This design comes from an exercise in tuning for small area, a short achievable clock period and few clock cycles per item on the open sky130 flow, not from production work.
Function was checked by simulation only, so behaviour that the tests miss may differ from the original.

==> exp/indigo <==
==> flow/design.v <==
module sha256_engine (
    input  wire         clk,
    input  wire         rst,         
    input  wire         msg_valid,
    output reg          msg_ready,
    input  wire [31:0]  msg_data,
    input  wire         msg_first,
    output reg          dig_valid,
    output wire [255:0] dig_data
);
    localparam [1:0] S_WAIT = 2'd0,   
                     S_RUN  = 2'd2,   
                     S_FF   = 2'd3;   
    localparam [31:0] IV0 = 32'h6a09e667, IV1 = 32'hbb67ae85,
                      IV2 = 32'h3c6ef372, IV3 = 32'ha54ff53a,
                      IV4 = 32'h510e527f, IV5 = 32'h9b05688c,
                      IV6 = 32'h1f83d9ab, IV7 = 32'h5be0cd19;
    localparam [2047:0] KT1 = {
        32'h428a2f98, 32'hc67178f2, 32'hbef9a3f7, 32'ha4506ceb,
        32'h90befffa, 32'h8cc70208, 32'h84c87814, 32'h78a5636f,
        32'h748f82ee, 32'h682e6ff3, 32'h5b9cca4f, 32'h4ed8aa4a,
        32'h391c0cb3, 32'h34b0bcb5, 32'h2748774c, 32'h1e376c08,
        32'h19a4c116, 32'h106aa070, 32'hf40e3585, 32'hd6990624,
        32'hd192e819, 32'hc76c51a3, 32'hc24b8b70, 32'ha81a664b,
        32'ha2bfe8a1, 32'h92722c85, 32'h81c2c92e, 32'h766a0abb,
        32'h650a7354, 32'h53380d13, 32'h4d2c6dfc, 32'h2e1b2138,
        32'h27b70a85, 32'h14292967, 32'h06ca6351, 32'hd5a79147,
        32'hc6e00bf3, 32'hbf597fc7, 32'hb00327c8, 32'ha831c66d,
        32'h983e5152, 32'h76f988da, 32'h5cb0a9dc, 32'h4a7484aa,
        32'h2de92c6f, 32'h240ca1cc, 32'h0fc19dc6, 32'hefbe4786,
        32'he49b69c1, 32'hc19bf174, 32'h9bdc06a7, 32'h80deb1fe,
        32'h72be5d74, 32'h550c7dc3, 32'h243185be, 32'h12835b01,
        32'hd807aa98, 32'hab1c5ed5, 32'h923f82a4, 32'h59f111f1,
        32'h3956c25b, 32'he9b5dba5, 32'hb5c0fbcf, 32'h71374491
    };
    reg  [1:0]   st;
    reg  [5:0]   t;             
    reg  [3:0]   sc;            
    reg          free;          
    reg          fst_cur;       
    reg          hiv;           
    reg  [31:0]  w [0:15];      
    reg  [31:0]  a, b, c, d, e, f, g, hh;
    reg  [31:0]  kr;            
    reg  [31:0]  ha [0:3];      
    reg  [31:0]  he [0:3];      
    reg          run;           
    reg          ff;            
    reg          sched;         
    reg          hstep;         
    reg          take0;         
    wire xfer   = msg_valid & msg_ready;
    wire ivload = xfer & take0 & (msg_first | hiv);
    wire [31:0] w1  = w[1];
    wire [31:0] w14 = w[14];
    wire [31:0] s0w = {w1[6:0], w1[31:7]} ^ {w1[17:0], w1[31:18]} ^ (w1 >> 3);
    wire [31:0] s1w = {w14[16:0], w14[31:17]} ^ {w14[18:0], w14[31:19]} ^ (w14 >> 10);
    wire [31:0] w_next = s1w + w[9] + s0w + w[0];
    wire [31:0] wt     = w[15];
    wire [31:0] big_s1 = {e[5:0], e[31:6]} ^ {e[10:0], e[31:11]} ^ {e[24:0], e[31:25]};
    wire [31:0] big_s0 = {a[1:0], a[31:2]} ^ {a[12:0], a[31:13]} ^ {a[21:0], a[31:22]};
    wire [31:0] ch     = (e & f) ^ (~e & g);
    wire [31:0] maj    = (a & b) ^ (a & c) ^ (b & c);
    wire [31:0] k_s  = hh ^ kr ^ wt;
    wire [31:0] k_c  = ((hh & kr) | (hh & wt) | (kr & wt)) << 1;
    wire [31:0] aa_s = k_s ^ k_c ^ ch;
    wire [31:0] aa_c = ((k_s & k_c) | (k_s & ch) | (k_c & ch)) << 1;
    wire [31:0] ea_s = aa_s ^ aa_c ^ d;
    wire [31:0] ea_c = ((aa_s & aa_c) | (aa_s & d) | (aa_c & d)) << 1;
    wire [31:0] eb_s = ea_s ^ ea_c ^ big_s1;
    wire [31:0] eb_c = ((ea_s & ea_c) | (ea_s & big_s1) | (ea_c & big_s1)) << 1;
    wire [31:0] ab_s = big_s0 ^ big_s1 ^ maj;
    wire [31:0] ab_c = ((big_s0 & big_s1) | (big_s0 & maj) | (big_s1 & maj)) << 1;
    wire [31:0] ac_s = aa_s ^ aa_c ^ ab_s;
    wire [31:0] ac_c = ((aa_s & aa_c) | (aa_s & ab_s) | (aa_c & ab_s)) << 1;
    wire [31:0] ad_s = ac_s ^ ac_c ^ ab_c;
    wire [31:0] ad_c = ((ac_s & ac_c) | (ac_s & ab_c) | (ac_c & ab_c)) << 1;
    wire [31:0] a_rnd  = ad_s + ad_c;
    wire [31:0] e_rnd  = eb_s + eb_c;
    reg  [31:0] iva, ive;
    always @(*) begin
        case (t[1:0])
            2'd0: begin iva = IV0; ive = IV4; end    
            2'd1: begin iva = IV3; ive = IV7; end    
            2'd2: begin iva = IV2; ive = IV6; end    
            default: begin iva = IV1; ive = IV5; end  
        endcase
    end
    wire [31:0] sum_a = (fst_cur ? iva : ha[3]) + a;
    wire [31:0] sum_e = (fst_cur ? ive : he[3]) + e;
    assign dig_data = {ha[0], ha[1], ha[2], ha[3], he[0], he[1], he[2], he[3]};
    integer i;
    reg [1:0] st_n;
    reg [5:0] t_n;
    reg [3:0] sc_n;
    reg       free_n;
    always @(*) begin
        st_n   = st;
        t_n    = t;
        sc_n   = sc + 4'd1;
        free_n = free & ~xfer;
        case (st)
            S_RUN: begin
                t_n = t + 6'd1;
                if (t == 6'd63)
                    st_n = S_FF;
                else if (t <= 6'd14 && !xfer)
                    st_n = S_WAIT;
            end
            S_FF: st_n = xfer ? S_RUN : S_WAIT;
            default: if (xfer) st_n = S_RUN;   
        endcase
        if (st_n == S_WAIT && st != S_WAIT)
            sc_n = 4'd0;
        if (free_n)
            sc_n = 4'd15;
        if (rst) begin
            st_n   = S_WAIT;
            t_n    = 6'd0;
            free_n = 1'b1;
            sc_n   = 4'd15;
        end
    end
    wire run_n = (st_n == S_RUN);
    always @(posedge clk) begin
        st      <= st_n;
        t       <= t_n;
        sc      <= sc_n;
        free    <= free_n;
        run     <= run_n;
        ff      <= (st_n == S_FF);
        sched   <= run_n & (t_n >= 6'd15) & (t_n <= 6'd62);
        hstep   <= (run_n & (t_n >= 6'd61)) | (st_n == S_FF);
        take0   <= (st_n == S_FF) | ((st_n == S_WAIT) & (t_n == 6'd0));
        msg_ready <= (run_n & (t_n <= 6'd14)) | (st_n == S_FF) |
                     ((st_n == S_WAIT) & (sc_n == 4'd15));
        dig_valid <= ~rst & ff;
        if (xfer & take0)
            fst_cur <= msg_first | hiv;
        if (rst)
            hiv <= 1'b1;
        else if (xfer & take0)
            hiv <= 1'b0;
        if (rst || ff)
            kr <= 32'h428a2f98;          
        else if (run)
            kr <= KT1[{t, 5'd0} +: 32];
    end
    always @(posedge clk) begin
        for (i = 0; i < 15; i = i + 1)
            w[i] <= w[i+1];
        w[15] <= sched ? w_next : xfer ? msg_data : w[0];
    end
    always @(posedge clk) begin
        if (hstep) begin
            ha[0] <= sum_a; ha[1] <= ha[0]; ha[2] <= ha[1]; ha[3] <= ha[2];
            he[0] <= sum_e; he[1] <= he[0]; he[2] <= he[1]; he[3] <= he[2];
        end
    end
    always @(posedge clk) begin
        if (ivload) begin
            {a, b, c, d, e, f, g, hh} <= {IV0, IV1, IV2, IV3, IV4, IV5, IV6, IV7};
        end else if (ff) begin
            {a, b, c, d} <= {sum_a, ha[0], ha[1], ha[2]};
            {e, f, g, hh} <= {sum_e, he[0], he[1], he[2]};
        end else begin
            hh <= g;
            g  <= f;
            f  <= e;
            e  <= run ? e_rnd : d;
            d  <= c;
            c  <= b;
            b  <= a;
            a  <= run ? a_rnd : hh;
        end
    end
endmodule
==> flow/flow/run.sh <==
#!/bin/bash
# The standard layout, with two changes to how it is made:
#  - timing repair aims at a setup slack margin far above zero, so that the
#    resizer works on the paths that set the achieved period;
#  - the port buffers that the standard flow puts on every input and output
#    are buf_2 cells.
# The clock, constraints and every step are otherwise the standard ones.
set -o pipefail
bash standard.sh SETUP_SLACK_MARGIN=14.5 \
    "BUFFER_PORTS_ARGS=-buffer_cell sky130_fd_sc_hd__buf_2" finish > standard.log 2>&1
==> flow/standard.sh <==
#!/bin/bash
# synth_recipe.tcl (not shown) runs the flow's synth.tcl, then flattens the netlist and writes it again
# the make line also repeats each setting of config.mk as NAME=value (left out here)
make -C /OpenROAD-flow-scripts/flow DESIGN_CONFIG=/design/flow/config.mk WORK_HOME=/design/flow/orfs CLKGATE_MAP_FILE= SYNTH_SCRIPT=/design/flow/synth_recipe.tcl "${@:-finish}"
==> flow/config.mk <==
export PLATFORM = sky130hd
export DESIGN_NAME = sha256_engine
export DESIGN_NICKNAME = sha256_engine
export VERILOG_FILES = /design/flow/design.v
export SDC_FILE = /design/flow/constraint.sdc
export NUM_CORES = 4
export LEC_CHECK = 0
export CAP_MARGIN = 20
export CORE_MARGIN = 2
export CORE_UTILIZATION = 60
export SLEW_MARGIN = 20
==> flow/constraint.sdc <==
create_clock -name core_clock -period 20.0 [get_ports {clk}]
set_input_delay 4.0000 -clock core_clock [delete_from_list [all_inputs] [get_ports {clk}]]
set_output_delay 4.0000 -clock core_clock [all_outputs]
set_load 0.01 [all_outputs]
==> exp/zinc: changes against exp/indigo <==
--- a/flow/design.v
+++ b/flow/design.v
@@ -35,15 +35,15 @@
     };
     reg  [1:0]   st;
     reg  [5:0]   t;             
-    reg  [3:0]   sc;            
+    reg  [6:0]   sc;            
     reg          free;          
     reg          fst_cur;       
     reg          hiv;           
     reg  [31:0]  w [0:15];      
     reg  [31:0]  a, b, c, d, e, f, g, hh;
     reg  [31:0]  kr;            
-    reg  [31:0]  ha [0:3];      
-    reg  [31:0]  he [0:3];      
+    reg  [31:0]  ha [0:4];      
+    reg  [31:0]  he [0:4];      
     reg          run;           
     reg          ff;            
     reg          sched;         
@@ -86,18 +86,18 @@
             default: begin iva = IV1; ive = IV5; end  
         endcase
     end
-    wire [31:0] sum_a = (fst_cur ? iva : ha[3]) + a;
-    wire [31:0] sum_e = (fst_cur ? ive : he[3]) + e;
+    wire [31:0] sum_a = (fst_cur ? iva : ha[4]) + a;
+    wire [31:0] sum_e = (fst_cur ? ive : he[4]) + e;
     assign dig_data = {ha[0], ha[1], ha[2], ha[3], he[0], he[1], he[2], he[3]};
     integer i;
     reg [1:0] st_n;
     reg [5:0] t_n;
-    reg [3:0] sc_n;
+    reg [6:0] sc_n;
     reg       free_n;
     always @(*) begin
         st_n   = st;
         t_n    = t;
-        sc_n   = sc + 4'd1;
+        sc_n   = (sc == 7'd79) ? 7'd0 : sc + 7'd1;
         free_n = free & ~xfer;
         case (st)
             S_RUN: begin
@@ -111,14 +111,14 @@
             default: if (xfer) st_n = S_RUN;   
         endcase
         if (st_n == S_WAIT && st != S_WAIT)
-            sc_n = 4'd0;
+            sc_n = 7'd0;
         if (free_n)
-            sc_n = 4'd15;
+            sc_n = 7'd79;
         if (rst) begin
             st_n   = S_WAIT;
             t_n    = 6'd0;
             free_n = 1'b1;
-            sc_n   = 4'd15;
+            sc_n   = 7'd79;
         end
     end
     wire run_n = (st_n == S_RUN);
@@ -133,7 +133,7 @@
         hstep   <= (run_n & (t_n >= 6'd61)) | (st_n == S_FF);
         take0   <= (st_n == S_FF) | ((st_n == S_WAIT) & (t_n == 6'd0));
         msg_ready <= (run_n & (t_n <= 6'd14)) | (st_n == S_FF) |
-                     ((st_n == S_WAIT) & (sc_n == 4'd15));
+                     ((st_n == S_WAIT) & (sc_n == 7'd79));
         dig_valid <= ~rst & ff;
         if (xfer & take0)
             fst_cur <= msg_first | hiv;
@@ -152,9 +152,11 @@
         w[15] <= sched ? w_next : xfer ? msg_data : w[0];
     end
     always @(posedge clk) begin
-        if (hstep) begin
-            ha[0] <= sum_a; ha[1] <= ha[0]; ha[2] <= ha[1]; ha[3] <= ha[2];
-            he[0] <= sum_e; he[1] <= he[0]; he[2] <= he[1]; he[3] <= he[2];
+        ha[0] <= hstep ? sum_a : ha[4];
+        he[0] <= hstep ? sum_e : he[4];
+        for (i = 1; i < 5; i = i + 1) begin
+            ha[i] <= ha[i-1];
+            he[i] <= he[i-1];
         end
     end
     always @(posedge clk) begin
==> flow/flow/run.sh (replaced) <==
#!/bin/bash
# The standard layout, with two changes to how it is made:
#  - timing repair aims at a setup slack margin far above zero, so that the
#    resizer works on the paths that set the achieved period;
#  - the port buffers that the standard flow puts on every input and output
#    are buf_1 cells.
# The clock, constraints and every step are otherwise the standard ones.
set -o pipefail
bash standard.sh SETUP_SLACK_MARGIN=14.9 \
    "BUFFER_PORTS_ARGS=-buffer_cell sky130_fd_sc_hd__buf_1" finish > standard.log 2>&1
- CTS_CLUSTER_DIAMETER: not set -> 150
- CTS_CLUSTER_SIZE: not set -> 20
==> exp/pepper: changes against exp/indigo <==
--- a/flow/design.v
+++ b/flow/design.v
@@ -35,15 +35,15 @@
     };
     reg  [1:0]   st;
     reg  [5:0]   t;             
-    reg  [3:0]   sc;            
+    reg  [6:0]   sc;            
     reg          free;          
     reg          fst_cur;       
     reg          hiv;           
     reg  [31:0]  w [0:15];      
     reg  [31:0]  a, b, c, d, e, f, g, hh;
     reg  [31:0]  kr;            
-    reg  [31:0]  ha [0:3];      
-    reg  [31:0]  he [0:3];      
+    reg  [31:0]  ha [0:4];      
+    reg  [31:0]  he [0:4];      
     reg          run;           
     reg          ff;            
     reg          sched;         
@@ -86,18 +86,18 @@
             default: begin iva = IV1; ive = IV5; end  
         endcase
     end
-    wire [31:0] sum_a = (fst_cur ? iva : ha[3]) + a;
-    wire [31:0] sum_e = (fst_cur ? ive : he[3]) + e;
+    wire [31:0] sum_a = (fst_cur ? iva : ha[4]) + a;
+    wire [31:0] sum_e = (fst_cur ? ive : he[4]) + e;
     assign dig_data = {ha[0], ha[1], ha[2], ha[3], he[0], he[1], he[2], he[3]};
     integer i;
     reg [1:0] st_n;
     reg [5:0] t_n;
-    reg [3:0] sc_n;
+    reg [6:0] sc_n;
     reg       free_n;
     always @(*) begin
         st_n   = st;
         t_n    = t;
-        sc_n   = sc + 4'd1;
+        sc_n   = (sc == 7'd79) ? 7'd0 : sc + 7'd1;
         free_n = free & ~xfer;
         case (st)
             S_RUN: begin
@@ -111,14 +111,14 @@
             default: if (xfer) st_n = S_RUN;   
         endcase
         if (st_n == S_WAIT && st != S_WAIT)
-            sc_n = 4'd0;
+            sc_n = 7'd0;
         if (free_n)
-            sc_n = 4'd15;
+            sc_n = 7'd79;
         if (rst) begin
             st_n   = S_WAIT;
             t_n    = 6'd0;
             free_n = 1'b1;
-            sc_n   = 4'd15;
+            sc_n   = 7'd79;
         end
     end
     wire run_n = (st_n == S_RUN);
@@ -133,7 +133,7 @@
         hstep   <= (run_n & (t_n >= 6'd61)) | (st_n == S_FF);
         take0   <= (st_n == S_FF) | ((st_n == S_WAIT) & (t_n == 6'd0));
         msg_ready <= (run_n & (t_n <= 6'd14)) | (st_n == S_FF) |
-                     ((st_n == S_WAIT) & (sc_n == 4'd15));
+                     ((st_n == S_WAIT) & (sc_n == 7'd79));
         dig_valid <= ~rst & ff;
         if (xfer & take0)
             fst_cur <= msg_first | hiv;
@@ -152,9 +152,11 @@
         w[15] <= sched ? w_next : xfer ? msg_data : w[0];
     end
     always @(posedge clk) begin
-        if (hstep) begin
-            ha[0] <= sum_a; ha[1] <= ha[0]; ha[2] <= ha[1]; ha[3] <= ha[2];
-            he[0] <= sum_e; he[1] <= he[0]; he[2] <= he[1]; he[3] <= he[2];
+        ha[0] <= hstep ? sum_a : ha[4];
+        he[0] <= hstep ? sum_e : he[4];
+        for (i = 1; i < 5; i = i + 1) begin
+            ha[i] <= ha[i-1];
+            he[i] <= he[i-1];
         end
     end
     always @(posedge clk) begin
==> flow/flow/run.sh (replaced) <==
#!/bin/bash
# The standard layout, with two changes to how it is made:
#  - timing repair aims at a setup slack margin far above zero, so that the
#    resizer works on the paths that set the achieved period;
#  - the port buffers that the standard flow puts on every input and output
#    are buf_1 cells.
# The clock, constraints and every step are otherwise the standard ones.
set -o pipefail
bash standard.sh SETUP_SLACK_MARGIN=14.5 \
    "BUFFER_PORTS_ARGS=-buffer_cell sky130_fd_sc_hd__buf_1" finish > standard.log 2>&1
- CTS_CLUSTER_DIAMETER: not set -> 150
- CTS_CLUSTER_SIZE: not set -> 20
==> run summary <==
| metric | exp/zinc | exp/pepper | exp/indigo |
|---|---|---|---|
| Post-synthesis share of cell area spent on and, or, nand and nor gates | 8.241% | 8.241% | 7.490% |
| Layout Cell Area excl Fill | 58530 um2 | 53880 um2 | 56850 um2 |
| Nature of the critical path startpoint | flop | input port | flop |
| Worst setup slack for register-to-register paths | 14.86 ns | 14.63 ns | 14.62 ns |
| Peak fanout along the critical path | 2 | 58 | 2 |
| Final estimated routing congestion in global placement | 0.9973 | 1.004 | 1.006 |
| Clock Buffer Count | 70 | 70 | 145 |
| Total number of multi-input combinational cells | 3093 | 3090 | 2982 |
| Syn Inst Count | 4866 | 4866 | 4684 |
| Highest attainable clock frequency | 0.1916 GHz | 0.1844 GHz | 0.1826 GHz |
| Fraction of area in multi-input gates | 43.16% | 46.02% | 42.61% |
| Sequential cell count of the final layout | 1145 | 1145 | 1078 |
| Total Die Area | 85520 um2 | 85520 um2 | 86360 um2 |
| Met1 routing resource usage after global routing | 50.46% | 49.19% | 50.44% |
| Worst-path cell with the longest stage delay | sky130_fd_sc_hd__dfxtp_2 | sky130_fd_sc_hd__nor2_1 | sky130_fd_sc_hd__edfxtp_1 |
| Launch instance of the worst min-delay path | w[10][13]$_DFF_P_ | w[12][20]$_DFF_P_ | w[10][4]$_DFF_P_ |
| Share of layout cells above drive strength 1 | 20.98% | 4.884% | 13.26% |
| Vert. Die Dim | 292.4 um | 292.4 um | 293.9 um |
| Min setup slack post-route | 14.78 ns | 14.58 ns | 14.52 ns |
| EDFF count, synth | 1 | 1 | 257 |
| Outcome | finished clean | finished clean | finished clean |
Testbench counts of exp/indigo, summed over its fixed seeds: cycles 104,016, items 1,600.
Testbench counts of exp/zinc, summed over its fixed seeds: cycles 104,016, items 1,600.
Testbench counts of exp/pepper, summed over its fixed seeds: cycles 104,016, items 1,600.

==> afterwards: timing with drivers on the ports <==
How much do the figures lean on ideal ports? The routed layouts below were timed once more, with nothing changed but the port constraints. Step 1: set_driving_cell puts a clkbuf_16 on clk and a buf_2 on each other input, an assumption about the parent block. Step 2 times the ports against the registers' clock, not the clock port: input delays grow and output delays shrink by t, the midpoint of the rising clock arrivals with the driver on. Three values: ideal ports, drivers, drivers and shift; two values: the first two.
run	t (ns)	setup slack, ns	worst setup path at the end	slew at the worst register clock pin (ns)	cell pins on the clock port's net
exp/indigo	0.780	14.523 / 14.449 / 13.985	input to register	0.07 / 0.07	1
exp/zinc	0.722	14.782 / 14.709 / 14.318	input to register	0.11 / 0.11	1
exp/pepper	0.730	14.578 / 14.534 / 13.895	input to register	0.10 / 0.10	1
After both steps every run listed still meets setup and hold. The setup slack of exp/pepper, which loses most, moves by -0.044 ns with the drivers and by -0.683 ns with both steps.
